Background: an optimization exercise with open tools, aiming at small area, a short achievable clock period and few clock cycles. Do not read the settings as production practice.
RTL that was checked went through simulation tests only; none was proved equivalent to the original.
Power figures rest on the tool's default switching activity, not on a simulated workload.

main:
==> flow/design.v <==
module merge_buf (
    input  wire        clk,
    input  wire        rst,           
    input  wire        req_valid,
    output reg         req_ready,
    input  wire [1:0]  req_op,        
    input  wire [15:0] req_addr,      
    input  wire [63:0] req_wdata,
    input  wire [7:0]  req_wmask,     
    input  wire [7:0]  req_wpar,      
    output reg         rsp_valid,
    output reg  [63:0] rsp_data,
    output reg         rsp_poison,
    output reg         rsp_sbe,
    output reg         mem_en,
    output reg         mem_we,
    output reg  [15:0] mem_addr,
    output wire [71:0] mem_wdata,
    input  wire        mem_gnt,       
    input  wire [71:0] mem_rdata
);
    localparam [1:0] OP_WRITE   = 2'd0;
    localparam [1:0] OP_READ    = 2'd1;
    localparam [1:0] OP_BARRIER = 2'd2;
    localparam [511:0] HCOL = 512'hf8c73e3d3b372f1fe0d0c8c4c2c1b0a8a4a2a1989492918c8a898685837068646261585452514c4a49464543383432312c2a292625231c1a191615130e0d0b07;
    localparam [7:0] POISON_MASK = 8'h03;
    function [7:0] check_bits(input [63:0] d);
        integer i;
        begin
            check_bits = 8'h00;
            for (i = 0; i < 64; i = i + 1)
                if (d[i])
                    check_bits = check_bits ^ HCOL[8*i +: 8];
        end
    endfunction
    function [65:0] decode(input [71:0] cw);
        reg [7:0]  syn;
        reg [63:0] d;
        reg        sbe;
        integer i;
        begin
            syn = check_bits(cw[63:0]) ^ cw[71:64];
            d   = cw[63:0];
            sbe = 1'b0;
            for (i = 0; i < 64; i = i + 1)
                if (syn == HCOL[8*i +: 8]) begin
                    d[i] = ~d[i];
                    sbe  = 1'b1;
                end
            for (i = 0; i < 8; i = i + 1)
                if (syn == (8'h01 << i))
                    sbe = 1'b1;
            decode = {(syn != 8'h00) && !sbe, sbe, d};
        end
    endfunction
    function par_err(input [63:0] d, input [7:0] m, input [7:0] p);
        integer b;
        begin
            par_err = 1'b0;
            for (b = 0; b < 8; b = b + 1)
                if (m[b] && ((^d[8*b +: 8]) == p[b]))
                    par_err = 1'b1;
        end
    endfunction
    reg        e_valid;
    reg [15:0] e_addr;
    reg [63:0] e_data;
    reg [7:0]  e_mask;      
    reg        e_dirty;     
    reg        e_pois;      
    reg        ld_ent;      
    reg        ld_rsp;      
    reg        rd_wait;     
    wire e_full = &e_mask;
    wire hit    = e_valid && (e_addr == req_addr);
    assign mem_wdata = {check_bits(e_data) ^ (e_pois ? POISON_MASK : 8'h00), e_data};
    wire [65:0] rd_dec  = decode(mem_rdata);
    wire [63:0] rd_corr = rd_dec[63:0];
    wire        rd_sbe  = rd_dec[64];
    wire        rd_ded  = rd_dec[65];
    wire is_rd  = req_valid && (req_op == OP_READ);
    wire wperr  = par_err(req_wdata, req_wmask, req_wpar);
    wire busy  = e_dirty && !ld_ent;           
    wire rd_go = is_rd && !rd_wait;
    always @(*) begin
        mem_en   = is_rd || busy;
        mem_we   = !rd_go && e_dirty && e_full;
        mem_addr = rd_go ? req_addr : e_addr;
    end
    wire wb_now   = !rd_go && busy && e_full && mem_gnt;     
    wire fill_now = !rd_go && busy && !e_full && mem_gnt;    
    wire wb_gnt = busy && e_full && mem_gnt;   
    wire clean  = !e_dirty || wb_gnt;
    always @(*) begin
        req_ready = 1'b0;
        if (req_valid)
            case (req_op)
                OP_WRITE: req_ready = hit || clean;
                OP_READ:  req_ready = mem_gnt && !(hit && e_dirty) && !rd_wait;
                default:  req_ready = clean;
            endcase
    end
    wire acc_wr_hit = req_valid && (req_op == OP_WRITE) && hit;
    wire acc_wr_new = req_valid && (req_op == OP_WRITE) && !hit && clean;
    wire acc_rd     = is_rd && req_ready;
    integer b;
    always @(posedge clk) begin
        rsp_data   <= rd_corr;
        rsp_poison <= rd_ded;
        rsp_sbe    <= rd_sbe;
    end
    always @(posedge clk) begin
        if (rst) begin
            e_valid   <= 1'b0;
            e_dirty   <= 1'b0;
            ld_ent    <= 1'b0;
            ld_rsp    <= 1'b0;
            rd_wait   <= 1'b0;
            rsp_valid <= 1'b0;
        end else begin
            ld_ent    <= fill_now;
            ld_rsp    <= acc_rd;
            rsp_valid <= ld_rsp;
            rd_wait   <= is_rd && hit && e_dirty && !wb_now;
            if (wb_now)
                e_dirty <= 1'b0;
            if (ld_ent) begin
                for (b = 0; b < 8; b = b + 1)
                    if (!e_mask[b])
                        e_data[8*b +: 8] <= rd_corr[8*b +: 8];
                e_mask <= 8'hff;
                if (rd_ded)
                    e_pois <= 1'b1;
            end
            if (acc_wr_hit) begin
                for (b = 0; b < 8; b = b + 1)
                    if (req_wmask[b])
                        e_data[8*b +: 8] <= req_wdata[8*b +: 8];
                if (!ld_ent)
                    e_mask <= e_mask | req_wmask;
                e_dirty <= 1'b1;
                if (&req_wmask)
                    e_pois <= wperr;
                else if (wperr)
                    e_pois <= 1'b1;
            end
            if (acc_wr_new) begin
                e_valid <= 1'b1;
                e_addr  <= req_addr;
                e_data  <= req_wdata;
                e_mask  <= req_wmask;
                e_dirty <= 1'b1;
                e_pois  <= wperr;
            end
        end
    end
endmodule
==> flow/config.mk <==
export PLATFORM = sky130hd
export DESIGN_NAME = merge_buf
export DESIGN_NICKNAME = merge_buf
export VERILOG_FILES = /design/flow/design.v
export SDC_FILE = /design/flow/constraint.sdc
export NUM_CORES = 4
export LEC_CHECK = 0
export CAP_MARGIN = 20
export CORE_MARGIN = 2
export CORE_UTILIZATION = 25
export SLEW_MARGIN = 20
==> flow/constraint.sdc <==
create_clock -name core_clock -period 13.0 [get_ports {clk}]
set_input_delay 2.6000 -clock core_clock [delete_from_list [all_inputs] [get_ports {clk}]]
set_output_delay 2.6000 -clock core_clock [all_outputs]
set_load 0.01 [all_outputs]
standard.sh (not shown) runs the stock make flow with config.mk's settings and CLKGATE_MAP_FILE= SYNTH_SCRIPT=/design/flow/synth_recipe.tcl, a recipe that flattens the netlist after the stock synthesis.
==> flow/flow/run.sh <==
#!/bin/bash
# Standard layout, with plain buf_1 cells as the port buffers and timing repair aimed
# 8.0 ns below the clock period.
set -euo pipefail
bash standard.sh "BUFFER_PORTS_ARGS=-buffer_cell sky130_fd_sc_hd__buf_1" "SETUP_SLACK_MARGIN=8.0" finish > flow_make.log 2>&1
[inputs] the feature branch vs main
==> flow/flow/run.sh <==
#!/bin/bash
# Standard layout, with plain buf_1 cells as the port buffers and timing repair aimed
# 6.5 ns below the clock period.
set -euo pipefail
bash standard.sh "BUFFER_PORTS_ARGS=-buffer_cell sky130_fd_sc_hd__buf_1" "SETUP_SLACK_MARGIN=6.5" finish > flow_make.log 2>&1
Diff main -> the feature branch | routed metal-1 wirelength | down by a few percent. main -> the feature branch: routed length on met2 decreased by more than 10%. Power in the clock group is lower on main. On area overhead of the layout relative to synthesis, the lower figure sits with the feature branch, not main. Between the feature branch and main, leakage dissipation is lower for the feature branch, main comes in above that. Diff main -> the feature branch: non-filler instance count after layout decreased by 11% relative to the old numbers; smallest hold slack +34 ps; worst setup slack moved down; total of clock buffers placed in the layout now sits higher. Taking main as the reference, in the feature branch cell area down 26%; placer's final routability congestion estimate climbed about 5%.
No functional check of the RTL was part of any run of this note.

Another version of the RTL of merge_buf (not shown whole).
For scale: ~160 flip-flops, about 330 I/O pins, about 14,000 um^2 of cells after synthesis.
// merge_buf
module merge_buf (
    input  wire        clk,
    input  wire        rst,           
    input  wire        req_valid,
    output reg         req_ready,
    input  wire [1:0]  req_op,        
    input  wire [15:0] req_addr,      
    input  wire [63:0] req_wdata,
    input  wire [7:0]  req_wmask,     
    input  wire [7:0]  req_wpar,      
    output reg         rsp_valid,
    output reg  [63:0] rsp_data,
    output reg         rsp_poison,
    output reg         rsp_sbe,
    output reg         mem_en,
    output reg         mem_we,
    output reg  [15:0] mem_addr,
    output wire [71:0] mem_wdata,
    input  wire        mem_gnt,       
    input  wire [71:0] mem_rdata
);
make LEC_CHECK=0 ABC_AREA=1 CAP_MARGIN=20 CORE_MARGIN=2 CORE_UTILIZATION=25 SLEW_MARGIN=20 finish   # period 13.0 ns
run.sh (not shown) runs the stock make flow with config.mk's settings and CLKGATE_MAP_FILE= SYNTH_SCRIPT=/design/flow/synth_recipe.tcl, a recipe that flattens the netlist after the stock synthesis.
Stock flow here: none of the scripts above is used.
The first run went through all stages and came out clean.
Testbench counts at the start, summed over its fixed seeds: cycles 133,040.
Change:
==> flow/flow/run.sh (new file) <==
#!/bin/bash
# Standard layout, with plain buf_1 cells as the port buffers and timing repair aimed
# 6.5 ns below the clock period.
set -euo pipefail
bash standard.sh "BUFFER_PORTS_ARGS=-buffer_cell sky130_fd_sc_hd__buf_1" "SETUP_SLACK_MARGIN=6.5" finish > flow_make.log 2>&1
==> flow/standard.sh (new file) <==
#!/bin/bash
# synth_recipe.tcl (not shown) runs the flow's synth.tcl, then flattens the netlist and writes it again
# the make line also repeats each setting of config.mk as NAME=value (left out here)
make -C /OpenROAD-flow-scripts/flow DESIGN_CONFIG=/design/flow/config.mk WORK_HOME=/design/flow/orfs CLKGATE_MAP_FILE= SYNTH_SCRIPT=/design/flow/synth_recipe.tcl "${@:-finish}"
--- a/flow/config.mk
+++ b/flow/config.mk
@@ -7,3 +7,2 @@
 export LEC_CHECK = 0
-export ABC_AREA = 1
 export CAP_MARGIN = 20
removed: flow/run.sh
Outcome: The new run went through all stages and came out clean. Sequential cell count is unchanged. Utilization came out lower by 2.8 points. Fmax goes up by 34%.
Change:
==> flow/flow/run.sh (replaced) <==
#!/bin/bash
# Standard layout, with plain buf_1 cells as the port buffers.
set -euo pipefail
bash standard.sh "BUFFER_PORTS_ARGS=-buffer_cell sky130_fd_sc_hd__buf_1" finish > flow_make.log 2>&1
What happened: Critical path depth fell by 2; non-clock buffer count fell by 4; design area fell by 1.2%; clock-buffer cell count is unchanged; worst setup slack degrades by 0.45 ns; wire length fell by 0.49%; synthesized cell count is unchanged; core utilization fell by 0.37 points; clock power barely changes; sequential cell count does not change; sequential share of layout area rose by 0.34 points.
Change:
==> flow/run.sh (new file) <==
#!/bin/bash
# synth_recipe.tcl (not shown) runs the flow's synth.tcl, then flattens the netlist and writes it again
# the make line also repeats each setting of config.mk as NAME=value (left out here)
make -C /OpenROAD-flow-scripts/flow DESIGN_CONFIG=/design/flow/config.mk WORK_HOME=/design/flow/orfs CLKGATE_MAP_FILE= SYNTH_SCRIPT=/design/flow/synth_recipe.tcl finish
removed: flow/flow/run.sh
removed: flow/standard.sh
Effect: Area after synthesis stays the same. Non-clock buffer count decreases by 2. Die area does not change. Routed wire length decreases by 1.8%. Via count decreases by 1.9%. Clock skew decreases by 0.0080 ns.

## P
Another version of the RTL of merge_buf (not shown whole).
Size in the first run: ~1100 cells after synthesis, about 160 flip-flops, roughly 330 I/O pins, ~11000 sq um of cells after synthesis.
Settings: LEC_CHECK=0, CAP_MARGIN=20, CORE_MARGIN=2, CORE_UTILIZATION=45, CTS_BUF_LIST=sky130_fd_sc_hd__clkbuf_8, SETUP_SLACK_MARGIN=5, SLEW_MARGIN=20; clock period 13.0 ns.
Stock flow here: none of the scripts above is used.
Testbench counts of P, summed over its fixed seeds: cycles 131,111.
Edits applied to the flow inputs when going from P to Q:
==> flow/flow/run.sh (new file) <==
#!/bin/bash
# Standard layout, with plain buf_1 cells as the port buffers and timing repair aimed
# 6.5 ns below the clock period. make's full output goes to flow_make.log; ORFS's
# per-step logs stay under orfs/logs/.
set -euo pipefail
bash standard.sh "BUFFER_PORTS_ARGS=-buffer_cell sky130_fd_sc_hd__buf_1" "SETUP_SLACK_MARGIN=6.5" finish > flow_make.log 2>&1
==> flow/standard.sh (new file) <==
#!/bin/bash
# synth_recipe.tcl (not shown) runs the flow's synth.tcl, then flattens the netlist and writes it again
# the make line also repeats each setting of config.mk as NAME=value (left out here)
make -C /OpenROAD-flow-scripts/flow DESIGN_CONFIG=/design/flow/config.mk WORK_HOME=/design/flow/orfs CLKGATE_MAP_FILE= SYNTH_SCRIPT=/design/flow/synth_recipe.tcl "${@:-finish}"
--- a/flow/config.mk
+++ b/flow/config.mk
@@ -8,6 +8,5 @@
 export CAP_MARGIN = 20
 export CORE_MARGIN = 2
-export CORE_UTILIZATION = 45
+export CORE_UTILIZATION = 60
 export CTS_BUF_LIST = sky130_fd_sc_hd__clkbuf_8
-export SETUP_SLACK_MARGIN = 5
 export SLEW_MARGIN = 20
removed: flow/run.sh
## What came out
Via count | Q above P
On Q: overall power after layout is about 5% lower than what P gave.
Delta (Q minus P): sequential share of layout area now larger, logic depth of the worst path, buffers included shows an increase of 2.
The fmax of Q is higher than that of P.
Compared with P, in Q fraction of the cycle the final worst path needs went down 7.5 points; routed wire length down 4.1%.
The run with more setup slack is Q; P has less.
## Diff of input files: R against Q
--- a/flow/config.mk
+++ b/flow/config.mk
@@ -8,5 +8,5 @@
 export CAP_MARGIN = 20
 export CORE_MARGIN = 2
-export CORE_UTILIZATION = 60
+export CORE_UTILIZATION = 45
 export CTS_BUF_LIST = sky130_fd_sc_hd__clkbuf_8
 export SLEW_MARGIN = 20
Findings:
R finished every step from synthesis to the final layout, and the layout passed the timing, DRC and antenna checks. Per the comparison of R with Q, static power due to leakage shows a reduction of 0.43%, ratio of cells with drive above 1 in the final layout shows no meaningful change, full die area shows an increase of about 32%, core occupancy in the finished layout shows a reduction of 18 points, maximum number of pins on one net before global-route repair shows an increase of 91%. R: final cycle utilization of the critical path is 1.1 points lower than what Q reported. For clock network area share, R and Q come out practically identical. Non-clock buffer count: R < Q. NOTE cell count Q->R increased by a few percent. R -> Q: aggregate routed wire length flat. The faster design of the two is R; Q tops out lower.
diff inputs: R => S
--- a/flow/config.mk
+++ b/flow/config.mk
@@ -8,5 +8,4 @@
 export CAP_MARGIN = 20
 export CORE_MARGIN = 2
-export CORE_UTILIZATION = 45
-export CTS_BUF_LIST = sky130_fd_sc_hd__clkbuf_8
+export CORE_UTILIZATION = 25
 export SLEW_MARGIN = 20
==> comparison <==
Compared to R, S has power spent charging and discharging nets 6.8% higher. Against R as the reference, S delivers a lower switching fraction of total power. The run with more routed wire is S, not R. S vs R: routed via count divided by cell count down by more than 10%. On leakage dissipation, S does worse than R. When S is measured against R, its clock period minus worst slack turns out 31 ps higher. Going from R to S, cell area up 4.7%; proportion of power drawn by the clock network moved up. Well tap count (R / S): 0.55.

merge_buf, a different RTL version from the one above (not shown whole).
Size in the first run: roughly 160 flip-flops, roughly 330 I/O pins.
==> flow/config.mk <==
export PLATFORM = sky130hd
export DESIGN_NAME = merge_buf
export DESIGN_NICKNAME = merge_buf
export VERILOG_FILES = /design/flow/design.v
export SDC_FILE = /design/flow/constraint.sdc
export NUM_CORES = 4
export LEC_CHECK = 0
export CAP_MARGIN = 20
export CORE_MARGIN = 2
export CORE_UTILIZATION = 25
export SLEW_MARGIN = 20
==> flow/constraint.sdc <==
create_clock -name core_clock -period 13.0 [get_ports {clk}]
set_input_delay 2.6000 -clock core_clock [delete_from_list [all_inputs] [get_ports {clk}]]
set_output_delay 2.6000 -clock core_clock [all_outputs]
set_load 0.01 [all_outputs]
standard.sh (not shown) runs the stock make flow with config.mk's settings and CLKGATE_MAP_FILE= SYNTH_SCRIPT=/design/flow/synth_recipe.tcl, a recipe that flattens the netlist after the stock synthesis.
==> flow/flow/run.sh <==
#!/bin/bash
# Standard layout, with plain buf_1 cells as the port buffers and timing repair aimed
# 6.5 ns below the clock period. make's full output goes to flow_make.log; ORFS's
# per-step logs stay under orfs/logs/.
set -euo pipefail
bash standard.sh "BUFFER_PORTS_ARGS=-buffer_cell sky130_fd_sc_hd__buf_1" "SETUP_SLACK_MARGIN=6.5" finish > flow_make.log 2>&1
The starting point finished clean.
Testbench counts at the start, summed over its fixed seeds: cycles 133,595.
==> next run, changes <==
--- a/flow/config.mk
+++ b/flow/config.mk
@@ -10 +10 @@
-export CORE_UTILIZATION = 25
+export CORE_UTILIZATION = 45
Effect:
- routed wire length falls by 17%
- flip-flop and latch count is unchanged
- via count falls by 1.1%
- die area falls by 44%
- cell area falls by 2.2%
- first-iteration DRC count rises by 13%
- total power falls by 3.1%
- core utilization rises by 24 points
- synthesized area stays the same
==> next run, changes <==
==> flow/flow/run.sh (replaced) <==
#!/bin/bash
# Standard layout, with plain buf_1 cells as the port buffers and timing repair aimed
# 7.0 ns below the clock period. make's full output goes to flow_make.log; ORFS's
# per-step logs stay under orfs/logs/.
set -euo pipefail
bash standard.sh "BUFFER_PORTS_ARGS=-buffer_cell sky130_fd_sc_hd__buf_1" "SETUP_SLACK_MARGIN=7.0" finish > flow_make.log 2>&1
--- a/flow/config.mk
+++ b/flow/config.mk
@@ -10 +10 @@
-export CORE_UTILIZATION = 45
+export CORE_UTILIZATION = 25
The new run passed the timing, DRC and antenna checks.
Wire length rose by about 23%.
Die area rose by 78%.
Synthesized area does not change.
Final area rose by 5.3%.
Fmax fell by 0.32%.
Sequential share of layout area fell by 1.5 points.
==> next run, changes <==
==> flow/flow/run.sh (replaced) <==
#!/bin/bash
# Standard layout, with plain buf_1 cells as the port buffers and timing repair aimed
# 6.5 ns below the clock period. make's full output goes to flow_make.log; ORFS's
# per-step logs stay under orfs/logs/.
set -euo pipefail
bash standard.sh "BUFFER_PORTS_ARGS=-buffer_cell sky130_fd_sc_hd__buf_1" "SETUP_SLACK_MARGIN=6.5" finish > flow_make.log 2>&1
--- a/flow/config.mk
+++ b/flow/config.mk
@@ -10,0 +11,2 @@
+export CTS_CLUSTER_DIAMETER = 100
+export CTS_CLUSTER_SIZE = 50
What happened: Clock power rises by a few percent. Sequential power hardly moves. Clock-buffer cell count climbs by 2. Combinational power came out lower by a few percent. Via count stays flat. Power decreases by a few percent. Worst setup slack gets worse by 0.066 ns. Synthesized cell count does not change. Routed wire length shrinks slightly. Final cell count falls slightly.

## separate check: timing with driven ports
In the flow no input, the clock included, has a driving cell. The finished layouts below were timed again as built, in two steps.
Step 1 sets driving cells, clkbuf_16 on the clock port and buf_2 on the other inputs (assumed; they add their load-dependent delay and slew).
Step 2 times the ports against the registers' clock, not the clock port: input delays grow and output delays shrink by t, the midpoint of the rising clock arrivals with the driver on.
a / b / c = ideal ports / drivers / drivers and shift; a / b = the first two.
| run | t, ns | slack for setup (ns) | hold slack, ns | worst data-port slew with drivers (ns) | cell pins on the clock port's net |
|---|---|---|---|---|---|
| main | 0.536 | 6.244 / 6.212 / 6.212 | 0.441 / 0.441 / 0.441 | 0.09 | 1 |
| the feature branch | 0.540 | 6.226 / 6.175 / 6.090 | 0.474 / 0.474 / 0.474 | 0.13 | 1 |
| the first run of note 2 | 0.494 | 4.220 / 4.168 / 4.168 | 0.412 / 0.412 / 0.412 | 0.12 | 1 |
| the second run of note 2 | 0.543 | 6.446 / 6.407 / 6.054 | 0.462 / 0.462 / 0.462 | 0.11 | 1 |
| the third run of note 2 | 0.542 | 5.995 / 5.976 / 5.845 | 0.463 / 0.463 / 0.463 | 0.11 | 1 |
| the fourth run of note 2 | 0.522 | 5.287 / 5.267 / 5.267 | 0.447 / 0.447 / 0.447 | 0.11 | 1 |
| P | 0.508 | 5.424 / 5.388 / 5.388 | 0.449 / 0.449 / 0.449 | 0.07 | 1 |
| Q | 0.514 | 6.396 / 6.361 / 6.173 | 0.461 / 0.461 / 0.461 | 0.08 | 1 |
| R | 0.512 | 6.540 / 6.497 / 6.458 | 0.459 / 0.459 / 0.459 | 0.08 | 1 |
| S | 0.537 | 6.509 / 6.466 / 6.118 | 0.446 / 0.446 / 0.446 | 0.08 | 1 |
| the first run of note 4 | 0.510 | 6.439 / 6.411 / 6.130 | 0.452 / 0.452 / 0.452 | 0.11 | 1 |
| the second run of note 4 | 0.489 | 6.526 / 6.487 / 6.359 | 0.447 / 0.447 / 0.447 | 0.06 | 1 |
| the third run of note 4 | 0.510 | 6.505 / 6.467 / 6.467 | 0.443 / 0.443 / 0.443 | 0.11 | 1 |
| the fourth run of note 4 | 0.510 | 6.439 / 6.411 / 6.130 | 0.452 / 0.452 / 0.452 | 0.11 | 1 |
After both steps setup and hold are still met in every run listed. For the second run of note 2, which loses most, drivers alone change the setup slack by -0.039 ns; drivers and shift together by -0.392 ns.
